This is an optimization exercise on Yosys and OpenROAD, whose aim is small area, a short achievable clock period and few clock cycles, not a production implementation.
Only simulation tests tie the RTL to the original design; equivalence was not proved.
Power is estimated from default activity; no workload was simulated.

== build 56 ==
Design adeger_core, start of the top module:
module adeger_core (
    input  wire        clk,
    input  wire        rst,
    input  wire        run,
    input  wire [15:0] entry,
    output wire [1:0]  state,
    output wire [3:0]  fault_cause,
    output wire [15:0] fault_pc,
    output wire [31:0] fault_word,
    output wire        imem_en,
    output wire [9:0]  imem_addr,
    input  wire [31:0] imem_rdata,
    output wire        dmem_en,
    output wire        dmem_we,
    output wire [8:0]  dmem_addr,
    output wire [47:0] dmem_wdata,
    input  wire [47:0] dmem_rdata,
    output wire        evt_valid,
    output wire [13:0] evt_code
);
For scale: ~240 I/O pins, about 69,000 sq um of cells after synthesis.
export LEC_CHECK = 0
export CAP_MARGIN = 40
export CORE_MARGIN = 2
export CORE_UTILIZATION = 40
export PLACE_DENSITY = 0.6
export SLEW_MARGIN = 30
create_clock -name core_clock -period 12.0 [get_ports {clk}]
standard.sh (not shown) runs the stock make flow with config.mk's settings and CLKGATE_MAP_FILE= SYNTH_SCRIPT=/design/flow/synth_recipe.tcl, a recipe that flattens the netlist after the stock synthesis.
==> flow/flow/run.sh <==
#!/bin/bash
# The standard layout with its constraints, with these changes to how it is
# made: timing repair aims further below the clock period (setup margin),
# the resizer may swap a cell for one of another footprint, and the port
# buffers are buf_4 cells.
set -o pipefail
bash standard.sh SETUP_SLACK_MARGIN=7 MATCH_CELL_FOOTPRINT=0 \
    'BUFFER_PORTS_ARGS=-buffer_cell sky130_fd_sc_hd__buf_4' finish > standard.log 2>&1
Build 56: flow completed, timing, DRC and antenna clean
Testbench counts of build 56, summed over its fixed seeds: cycles 199,151.
Here is what was changed in the inputs of build 50 compared with build 56.
# build 56
export LEC_CHECK = 0
export CAP_MARGIN = 40
export CORE_MARGIN = 2
export CORE_UTILIZATION = 40
export PLACE_DENSITY = 0.6
export SLEW_MARGIN = 30
create_clock -name core_clock -period 12.0 [get_ports {clk}]
# build 50
export LEC_CHECK = 0
export CAP_MARGIN = 30
export CORE_MARGIN = 2
export CORE_UTILIZATION = 55
export PLACE_DENSITY = 0.72
export SLEW_MARGIN = 25
create_clock -name core_clock -period 12.0 [get_ports {clk}]
==> flow/flow/run.sh <==
#!/bin/bash
# The standard layout with its constraints, with these changes to how it is
# made: timing repair aims further below the clock period (setup margin) and
# works on the worst 5% of the endpoints below that margin, the resizer may
# swap a cell for one of another footprint, and the port buffers are buf_2
# cells.
set -o pipefail
bash standard.sh SETUP_SLACK_MARGIN=7 TNS_END_PERCENT=5 MATCH_CELL_FOOTPRINT=0 \
    'BUFFER_PORTS_ARGS=-buffer_cell sky130_fd_sc_hd__buf_2' finish > standard.log 2>&1
Notes after the runs:
- The launch point of the critical path comes out imem_rdata[27] in one run and e_opb[2] in the other, namely in build 56 and build 50 respectively.
- Summary — clock-buffer cell count, build 50 relative to build 56: lower, by 19.
- Run comparison: build 50 cell with the largest stage delay on the worst path mux2i_1; build 56 cell with the largest stage delay on the worst path a211o_4
- The count of endpoints failing hold in the final timing report on build 56 is in line with that on build 50.
- Part of the total power dissipated in the clock network (build 50 over build 56): decrease, 1.5 points
- Comparing global routing usage on met1 for build 50 and build 56, the bigger number came from build 50.
- When build 50 is set beside build 56, its data arrival time of the critical path turns out to be 100 ps larger.
- Between build 50 and build 56, cell count is lower for build 50, build 56 comes in above that.
- Diff build 56 -> build 50: final instance area decreased by 6400 sq um relative to the old numbers; worst setup slack decreased by 200 ps relative to the old numbers; multi-input gate share of the layout cell area increased by 1.2 points relative to the old numbers; via count decreased by 1,505 relative to the old numbers.
> inputs changed (build 50 -> build 53)
# build 50
export LEC_CHECK = 0
export CAP_MARGIN = 30
export CORE_MARGIN = 2
export CORE_UTILIZATION = 55
export PLACE_DENSITY = 0.72
export SLEW_MARGIN = 25
create_clock -name core_clock -period 12.0 [get_ports {clk}]
# build 53
export LEC_CHECK = 0
export CAP_MARGIN = 40
export CORE_MARGIN = 2
export CORE_UTILIZATION = 40
export PLACE_DENSITY = 0.6
export SLEW_MARGIN = 30
create_clock -name core_clock -period 12.0 [get_ports {clk}]
==> flow/flow/run.sh <==
#!/bin/bash
# The standard layout, with timing repair aiming further below the clock
# period (setup margin 6.5 ns); the constraints are the design's.
set -o pipefail
bash standard.sh SETUP_SLACK_MARGIN=6.5 finish > standard.log 2>&1
### Flow results
Total design power of build 53 exceeds that of build 50 slightly.
Global-route usage down 13 points in build 53 wrt build 50
Going from build 50 to build 53, transition at the pin with the smallest max-transition slack now sits lower, number of global-route vias before repair lost 1,658, final cell utilization of the core dropped 17 points, part of the cycle the worst path needs now sits higher, global-route wire length before repair essentially unchanged.
Re met3 layer usage reported by global route: build 50 was higher than build 53.
Multi-input logic cell count across build 50 and build 53: no real change.
On power in combinational cells, build 50 and build 53 are basically level.
Relative to build 50, the via count measured on build 53 has decreased by a few percent.

========
adeger_core again, from the RTL that the note above started with.
Settings: LEC_CHECK=0, CAP_MARGIN=40, CORE_MARGIN=2, CORE_UTILIZATION=40, PLACE_DENSITY=0.6, SLEW_MARGIN=30; clock period 12.0 ns.
==> flow/flow/run.sh <==
#!/bin/bash
# The standard layout with its constraints, with these changes to how it is
# made: timing repair aims further below the clock period (setup margin),
# timing repair works on the worst 20% of failing endpoints, the resizer may swap a cell for one of another footprint, and the port
# buffers are buf_4 cells.
set -o pipefail
bash standard.sh SETUP_SLACK_MARGIN=7 TNS_END_PERCENT=20 MATCH_CELL_FOOTPRINT=0 \
    'BUFFER_PORTS_ARGS=-buffer_cell sky130_fd_sc_hd__buf_4' finish > standard.log 2>&1
Testbench counts at the start, summed over its fixed seeds: cycles 199,151.
Next try:
==> flow/flow/run.sh (replaced) <==
#!/bin/bash
# The standard layout with its constraints, with these changes to how it is
# made: timing repair aims further below the clock period (setup margin) and
# works on the worst 5% of the endpoints below that margin, the resizer may
# swap a cell for one of another footprint, and the port buffers are buf_2
# cells.
set -o pipefail
bash standard.sh SETUP_SLACK_MARGIN=7 TNS_END_PERCENT=5 MATCH_CELL_FOOTPRINT=0 \
    'BUFFER_PORTS_ARGS=-buffer_cell sky130_fd_sc_hd__buf_2' finish > standard.log 2>&1
=> Count of clock-buffer cells in the layout goes up by 12. Sequential cell count stays the same. Cell count goes down by about 0.6%. Power goes down by about 3.6%. Register-to-register slack degrades by 280 ps. Hold slack stays flat. Die area does not change.
Next try:
--- a/flow/flow/run.sh
+++ b/flow/flow/run.sh
@@ -4 +4 @@
-# works on the worst 5% of the endpoints below that margin, the resizer may
+# works on the worst 10% of the endpoints below that margin, the resizer may
@@ -8 +8 @@
-bash standard.sh SETUP_SLACK_MARGIN=7 TNS_END_PERCENT=5 MATCH_CELL_FOOTPRINT=0 \
+bash standard.sh SETUP_SLACK_MARGIN=7 TNS_END_PERCENT=10 MATCH_CELL_FOOTPRINT=0 \
CORE_UTILIZATION = 55   (was 40)
PLACE_DENSITY = 0.72   (was 0.6)
Result: The new run finished with timing, DRC and antenna clean; maximum frequency hardly moves; final area falls by 1.8%; via count barely changes; first-iteration DRC count rises by 18%; power fell by about 0.7%; die area decreases by 27%; hold slack is better by 17 ps; global-route usage rose by 10 points; clock power is about the same.
Next try:
--- a/flow/flow/run.sh
+++ b/flow/flow/run.sh
@@ -4 +4 @@
-# works on the worst 10% of the endpoints below that margin, the resizer may
+# works on the worst 5% of the endpoints below that margin, the resizer may
@@ -8 +8 @@
-bash standard.sh SETUP_SLACK_MARGIN=7 TNS_END_PERCENT=10 MATCH_CELL_FOOTPRINT=0 \
+bash standard.sh SETUP_SLACK_MARGIN=7 TNS_END_PERCENT=5 MATCH_CELL_FOOTPRINT=0 \
CORE_UTILIZATION = 50   (was 55)
PLACE_DENSITY = 0.68   (was 0.72)
What happened: The new run completed without violations. Worst setup slack gets better by 53 ps. Clock-buffer cell count increases by 11. Design area goes up by 0.68%.
Next try:
--- a/flow/flow/run.sh
+++ b/flow/flow/run.sh
@@ -4 +4 @@
-# works on the worst 5% of the endpoints below that margin, the resizer may
+# works on the worst 10% of the endpoints below that margin, the resizer may
@@ -8 +8 @@
-bash standard.sh SETUP_SLACK_MARGIN=7 TNS_END_PERCENT=5 MATCH_CELL_FOOTPRINT=0 \
+bash standard.sh SETUP_SLACK_MARGIN=7 TNS_END_PERCENT=10 MATCH_CELL_FOOTPRINT=0 \
CORE_UTILIZATION = 40   (was 50)
PLACE_DENSITY = 0.6   (was 0.68)
Design area went up by 1.8%.
Power goes down by 0.53%.
Sequential share of layout area shrinks by 0.76 points.
Register-to-register slack is better by 100 ps.
Via count fell by 1.3%.
Synthesized cell count is unchanged.
Worst hold slack gets worse by 7.4 ps.
Next try:
==> flow/run.sh (new file) <==
#!/bin/bash
# synth_recipe.tcl (not shown) runs the flow's synth.tcl, then flattens the netlist and writes it again
# the make line also repeats each setting of config.mk as NAME=value (left out here)
make -C /OpenROAD-flow-scripts/flow DESIGN_CONFIG=/design/flow/config.mk WORK_HOME=/design/flow/orfs CLKGATE_MAP_FILE= SYNTH_SCRIPT=/design/flow/synth_recipe.tcl finish
SETUP_SLACK_MARGIN = 5   (was not set)
removed: flow/flow/run.sh
removed: flow/standard.sh
Via count goes down by 5.3%. Global-route usage goes down by 3.1 points. Final area goes down by 3.9%. Sequential share of layout area goes up by 1.7 points. Combinational power goes down by 10%. Sequential power stays flat. Area after synthesis is unchanged.

## re-timing with driven ports
Ports are ideal in the flow. The routed layouts listed here were re-timed in OpenROAD.
Step 1 assumes that a clkbuf_16 drives the clock port and a buf_2 every other input.
Step 2 times the ports against the registers' clock, not the clock port: input delays grow and output delays shrink by t, the midpoint of the rising clock arrivals with the driver on.
a / b / c = ideal / step 1 / step 2; a / b = the first two.
run	t, ns	setup slack, ns	clock arrival spread, ns	worst register clock-pin slew, ns	pins driven straight from the clock port
build 56	0.901	6.680 / 6.609 / 5.708	0.054 / 0.054	0.08 / 0.08	1
build 50	0.859	6.483 / 6.442 / 5.583	0.075 / 0.075	0.07 / 0.07	1
build 53	0.853	6.331 / 6.352 / 5.500	0.096 / 0.095	0.07 / 0.07	1
the first run of note 2	0.856	6.685 / 6.716 / 5.868	0.120 / 0.120	0.07 / 0.07	1
the second run of note 2	0.879	6.521 / 6.505 / 5.627	0.093 / 0.093	0.07 / 0.07	1
the third run of note 2	0.848	6.532 / 6.521 / 5.673	0.057 / 0.056	0.07 / 0.07	1
the fourth run of note 2	0.856	6.585 / 6.507 / 5.652	0.115 / 0.115	0.07 / 0.07	1
the fifth run of note 2	0.865	6.555 / 6.543 / 5.678	0.080 / 0.080	0.07 / 0.07	1
the sixth run of note 2	0.850	5.000 / 5.065 / 4.215	0.135 / 0.135	0.08 / 0.08	1
After both steps setup and hold are still met in every run listed. For build 56, which loses most, drivers alone change the setup slack by -0.071 ns; drivers and shift together by -0.972 ns.
